Context: an optimization exercise on an open-source flow, tuned for small area, a short achievable clock period and few clock cycles. The choices shown serve that exercise and are no tape-out recipe. Where RTL was checked, it was by simulation tests only, not by an equivalence proof against the original. Power and IR drop assume default switching activity.

## pred_expand
module pred_expand (
    input  wire        clk,
    input  wire        rst,
    input  wire        cmd_valid,
    output wire        cmd_ready,
    input  wire [14:0] cmd_size,
    input  wire        in_valid,
    output wire        in_ready,
    input  wire [7:0]  in_data,
    input  wire        in_last,
    output wire        out_valid,
    input  wire        out_ready,
    output wire [7:0]  out_data,
    output wire        done_valid,
    output wire        done_err
);
    reg st_idle, st_hdr, st_res, st_zero, st_end, st_done;
    reg [14:0] remain;       
    reg [5:0]  opos;         
    reg        emit_d;
    reg [2:0]  pred;
    reg [2:0]  k;
    reg        c;
    reg        seen_last;
    reg        err;
    reg [31:0] bbuf;         
    reg [5:0]  rp;           
    reg [2:0]  wp;           
    wire [5:0] bcnt = {wp, 3'd0} - rp;    
    reg        t_valid;
    reg [8:0]  t_u;
    reg        o_valid;
    reg [7:0]  o_data;
    reg [7:0]  hist [1:7];
    wire o_free  = !o_valid || out_ready;
  ...
For scale: about 1800 cells after synthesis, ~12000 sq um of cells after synthesis.
Settings: LEC_CHECK=0, ABC_AREA=1, CAP_MARGIN=20, CORE_MARGIN=2, CORE_UTILIZATION=40, PLACE_DENSITY=0.6, SETUP_SLACK_MARGIN=2.5, SLEW_MARGIN=20; clock period 6.5 ns.
run.sh (not shown) runs the stock make flow with config.mk's settings and CLKGATE_MAP_FILE= SYNTH_SCRIPT=/design/flow/synth_recipe.tcl, a recipe that flattens the netlist after the stock synthesis.
Testbench counts at the start, summed over its fixed seeds: cycles 409,183.
Then changed:
Settings changed: SETUP_SLACK_MARGIN 2.5 to 2.
What happened:
- cell area falls by 2.9%
- flip-flop and latch count does not change
- synthesized area stays the same
- critical path depth goes down by 2
- maximum frequency falls by about 9%
- die area stays the same
- sequential power hardly moves
- clock skew is about the same
- via count drops by 1.8%

* * *

The RTL this note starts from:
==> flow/design.v <==
module pred_expand (
    input  wire        clk,
    input  wire        rst,
    input  wire        cmd_valid,
    output wire        cmd_ready,
    input  wire [14:0] cmd_size,
    input  wire        in_valid,
    output wire        in_ready,
    input  wire [7:0]  in_data,
    input  wire        in_last,
    output wire        out_valid,
    input  wire        out_ready,
    output wire [7:0]  out_data,
    output wire        done_valid,
    output wire        done_err
);
    reg st_idle, st_hdr, st_res, st_zero, st_end, st_done;
    reg [14:0] remain;       
    reg [5:0]  opos;         
    reg        emit_d;
    reg [2:0]  pred;
    reg [2:0]  k;
    reg        c;
    reg        seen_last;
    reg        err;
    reg [31:0] bbuf;         
    reg [5:0]  rp;           
    reg [2:0]  wp;           
    wire [5:0] bcnt = {wp, 3'd0} - rp;    
    reg        t_valid;
    reg        t_esc;
    reg [3:0]  t_z;
    reg [2:0]  t_k;
    reg [7:0]  t_f;
    reg        o_valid;
    reg [7:0]  o_data;
    reg [7:0]  hist [1:7];
    wire o_free  = !o_valid || out_ready;
    wire x_take  = t_valid && o_free;
    wire t_free  = !t_valid || o_free;
    wire [2:0] slots = wp - rp[5:3];
    wire active  = st_hdr || st_res || st_zero;
    assign in_ready = !seen_last && ((active && !slots[2]) || st_end);
    wire in_fire = in_valid && in_ready;
    wire [31:0] r1 = rp[0] ? {bbuf[0],    bbuf[31:1]}  : bbuf;
    wire [31:0] r2 = rp[1] ? {r1[1:0],    r1[31:2]}    : r1;
    wire [31:0] r3 = rp[2] ? {r2[3:0],    r2[31:4]}    : r2;
    wire [31:0] r4 = rp[3] ? {r3[7:0],    r3[31:8]}    : r3;
    wire [23:0] w  = rp[4] ? {r4[7:0],    r4[31:16]}   : r4[23:0];
    wire [15:0] nz  = ~w[15:0];
    wire        a8  = |nz[7:0];
    wire [7:0]  h8  = a8 ? nz[7:0] : nz[15:8];
    wire        a4  = |h8[3:0];
    wire [3:0]  h4  = a4 ? h8[3:0] : h8[7:4];
    wire        a2  = |h4[1:0];
    wire [1:0]  h2  = a2 ? h4[1:0] : h4[3:2];
    wire [3:0]  z   = {!a8, !a4, !a2, !h2[0]};
    wire        esc = ~|nz;
    reg  [15:0] zoh;
    reg  [15:0] ones;        
    reg  [6:0]  fw;
    integer i, j;
    always @(*) begin
        ones[0] = w[0];
        for (j = 1; j < 16; j = j + 1)
            ones[j] = ones[j-1] & w[j];
        zoh[0] = nz[0];
        for (j = 1; j < 16; j = j + 1)
            zoh[j] = nz[j] & ones[j-1];
        for (i = 0; i < 7; i = i + 1) begin
            fw[i] = 1'b0;
            for (j = 0; j < 16; j = j + 1)
                fw[i] = fw[i] | (zoh[j] & w[j + 1 + i]);
        end
    end
    wire [7:0]  kmask = (8'd1 << k) - 8'd1;
    wire [7:0]  u_e   = w[23:16];
    wire [7:0]  f8    = esc ? u_e : {1'b0, fw & kmask[6:0]};
    function [5:0] pe32;     
        input [31:0] v;
        integer b;
        begin
            pe32 = 6'd0;
            for (b = 31; b >= 0; b = b - 1)
                if (v[b]) pe32 = {1'b1, b[4:0]};
        end
    endfunction
    reg  [31:0] ge;          
    always @(*) begin
        for (j = 0; j < 32; j = j + 1)
            ge[j] = (j[4:0] >= rp[4:0]);
    end
    wire [5:0]  pa    = pe32(~bbuf & ge);
    wire [5:0]  pb    = pe32(~bbuf);
    wire [4:0]  zpos  = pa[5] ? pa[4:0] : pb[4:0];
    wire [5:0]  zp1k  = {1'b0, zpos} + 6'd1 + {3'd0, k};
    wire [5:0]  rp_res = esc ? rp + 6'd24 : {rp[5] ^ (!pa[5] || zp1k[5]), zp1k[4:0]};
    reg  [23:0] bthermo;     
    always @(*) begin
        for (j = 0; j < 24; j = j + 1)
            bthermo[j] = (bcnt > j[5:0]);
    end
    wire [15:0] zmask  = bthermo >> k;          
    wire        have_n = |(nz & zmask);
    wire        have_e = bthermo[23];
    wire        have_r = have_n || (esc && have_e);
    wire        grow   = esc ? ((u_e >> k) >= 8'd2) : (w[0] && w[1]);
    wire        shrink = (k != 3'd0) &&
                         (esc ? ({3'd0, u_e} < (11'd1 << (k - 3'd1))) : (!w[0] && !w[k]));
    wire [2:0]  k_next = grow  ? ((k == 3'd7) ? 3'd7 : k + 3'd1) :
                         (shrink && c) ? k - 3'd1 : k;
    wire        c_next = shrink && !c && !grow;
    wire        hdr_zero = (w[2:0] == 3'd7);
    wire        have_h   = hdr_zero ? bthermo[2] : bthermo[5];
    wire [5:0]  rp_hdr   = rp + (hdr_zero ? 6'd3 : 6'd6);
    wire act_hdr = st_hdr  && t_free;
    wire act_res = st_res  && t_free;
    wire act_zer = st_zero && t_free;
    wire take_h  = act_hdr && have_h;
    wire take_r  = act_res && have_r;
    wire starved = ((act_hdr && !have_h) || (act_res && !have_r)) && seen_last;
    wire emit    = take_r || act_zer;
    wire last_job    = emit_d ? (remain == 15'd2) : (remain == 15'd1);
    wire last_stripe = emit_d ? (opos == 6'd62)   : (opos == 6'd63);
    wire [10:0] zk = {7'd0, t_z} << t_k;
    wire [8:0]  u9 = t_esc ? {1'b0, t_f} : (zk[8:0] | {1'b0, t_f});
    reg [7:0] p;
    always @(*) begin
        case (pred)
            3'd0:    p = o_data;
            3'd1:    p = hist[1];
            3'd2:    p = hist[3];
            3'd3:    p = hist[7];
            3'd4:    p = {o_data[6:0], 1'b0} - hist[1];
            default: p = 8'd0;
        endcase
    end
    wire [7:0] r = u9[8:1] ^ {8{u9[0]}};
    reg  [7:0] x;
    always @(*) begin
        case (pred)
            3'd5:    x = u9[7:0] ^ hist[7];
            3'd7:    x = 8'd0;
            default: x = p + r;
        endcase
    end
    assign out_valid  = o_valid;
    assign out_data   = o_data;
    assign cmd_ready  = st_idle;
    assign done_valid = st_done;
    assign done_err   = err;
    integer n;
    always @(posedge clk) begin
        if (in_fire) begin
            case (wp[1:0])
                2'd0: bbuf[7:0]   <= in_data;
                2'd1: bbuf[15:8]  <= in_data;
                2'd2: bbuf[23:16] <= in_data;
                default: bbuf[31:24] <= in_data;
            endcase
        end
        if (t_free) begin
            t_esc <= esc;
            t_z   <= z;
            t_k   <= k;
            t_f   <= f8;
        end
        if (x_take) begin
            o_data  <= x;
            hist[1] <= o_data;
            for (n = 2; n < 8; n = n + 1) hist[n] <= hist[n-1];
        end
        if (rst) begin
            st_idle   <= 1'b1;
            st_hdr    <= 1'b0;
            st_res    <= 1'b0;
            st_zero   <= 1'b0;
            st_end    <= 1'b0;
            st_done   <= 1'b0;
            pred      <= 3'd0;
            k         <= 3'd0;
            c         <= 1'b0;
            t_valid   <= 1'b0;
            o_valid   <= 1'b0;
        end else begin
            if (take_r)      rp <= rp_res;
            else if (take_h) rp <= rp_hdr;
            wp <= wp + {2'b0, in_fire};
            if (in_fire && in_last) seen_last <= 1'b1;
            if (emit)        t_valid <= 1'b1;
            else if (x_take) t_valid <= 1'b0;
            if (x_take)         o_valid <= 1'b1;
            else if (out_ready) o_valid <= 1'b0;
            if (take_h) begin
                pred <= w[2:0];
                k    <= w[5:3];
                c    <= 1'b0;
            end
            if (take_r) begin
                k <= k_next;
                c <= c_next;
            end
            emit_d <= emit;
            if (emit_d) begin
                remain <= remain - 15'd1;
                opos   <= opos + 6'd1;
            end
            if (st_idle && cmd_valid) begin
                st_idle <= 1'b0;
                st_hdr  <= 1'b1;
                remain  <= cmd_size;
            end
            if (take_h) begin
                st_hdr  <= 1'b0;
                st_zero <= hdr_zero;
                st_res  <= !hdr_zero;
            end
            if (emit && (last_job || last_stripe)) begin
                st_res  <= 1'b0;
                st_zero <= 1'b0;
                st_end  <= last_job;
                st_hdr  <= !last_job;
            end
            if (starved) begin
                err     <= 1'b1;
                st_hdr  <= 1'b0;
                st_res  <= 1'b0;
                st_end  <= 1'b1;
            end
            if (st_end && seen_last && !t_valid && o_free) begin
                st_end  <= 1'b0;
                st_done <= 1'b1;
            end
            if (st_done) begin
                st_done <= 1'b0;
                st_idle <= 1'b1;
            end
        end
        if (rst || st_idle) begin
            opos      <= 6'd0;
            emit_d    <= 1'b0;
            rp        <= 6'd0;
            wp        <= 3'd0;
            seen_last <= 1'b0;
            err       <= 1'b0;
            o_data    <= 8'd0;
            for (n = 1; n < 8; n = n + 1) hist[n] <= 8'd0;
        end
    end
endmodule
export LEC_CHECK = 0
export ABC_AREA = 1
export CAP_MARGIN = 20
export CORE_MARGIN = 2
export CORE_UTILIZATION = 40
export PLACE_DENSITY = 0.6
export SETUP_SLACK_MARGIN = 2
export SLEW_MARGIN = 20
create_clock -name core_clock -period 6.5 [get_ports {clk}]
The first run completed with no timing, DRC or antenna violations.
Change:
SETUP_SLACK_MARGIN = 3   (was 2)
- hold slack gets worse by 3.4 ps
- cell count grows by about 4.3%
- power goes up by about 11%
- synthesized area stays the same
- global-route usage grows by 1.3 points
- wire length rose by 5.0%
- clock power came out higher by about 9%
Function was not checked in any run of this note: the RTL went through the layout flow alone.

==> what the ideal ports hide <==
No port has a modelled driver above. Below, the same layouts with a new extraction and two added sets of constraints. Step 1 sets driving cells, clkbuf_16 on the clock port and buf_2 on the other inputs (assumed; they add their load-dependent delay and slew). Step 2 adds t to the input delays and takes it off the output delays; t is the mean of the earliest and latest rising clock arrival at the registers after step 1. Input paths then give back, and output paths get back, about the clock's delay inside the block. Slacks: no drivers / after step 1 / after step 2; pairs: no drivers / after step 1.
run	t (ns)	setup slack, ns	slew at the worst register clock pin (ns)
the first run of note 1	0.489	2.703 / 2.676 / 2.628	0.06 / 0.06
the second run of note 1	0.487	2.322 / 2.317 / 2.317	0.06 / 0.06
the first run of note 2	0.504	2.292 / 2.235 / 2.176	0.08 / 0.08
the second run of note 2	0.485	2.526 / 2.526 / 2.526	0.07 / 0.07
After both steps setup and hold are still met in every run listed. For the first run of note 2, which loses most, drivers alone change the setup slack by -0.057 ns; drivers and shift together by -0.116 ns.
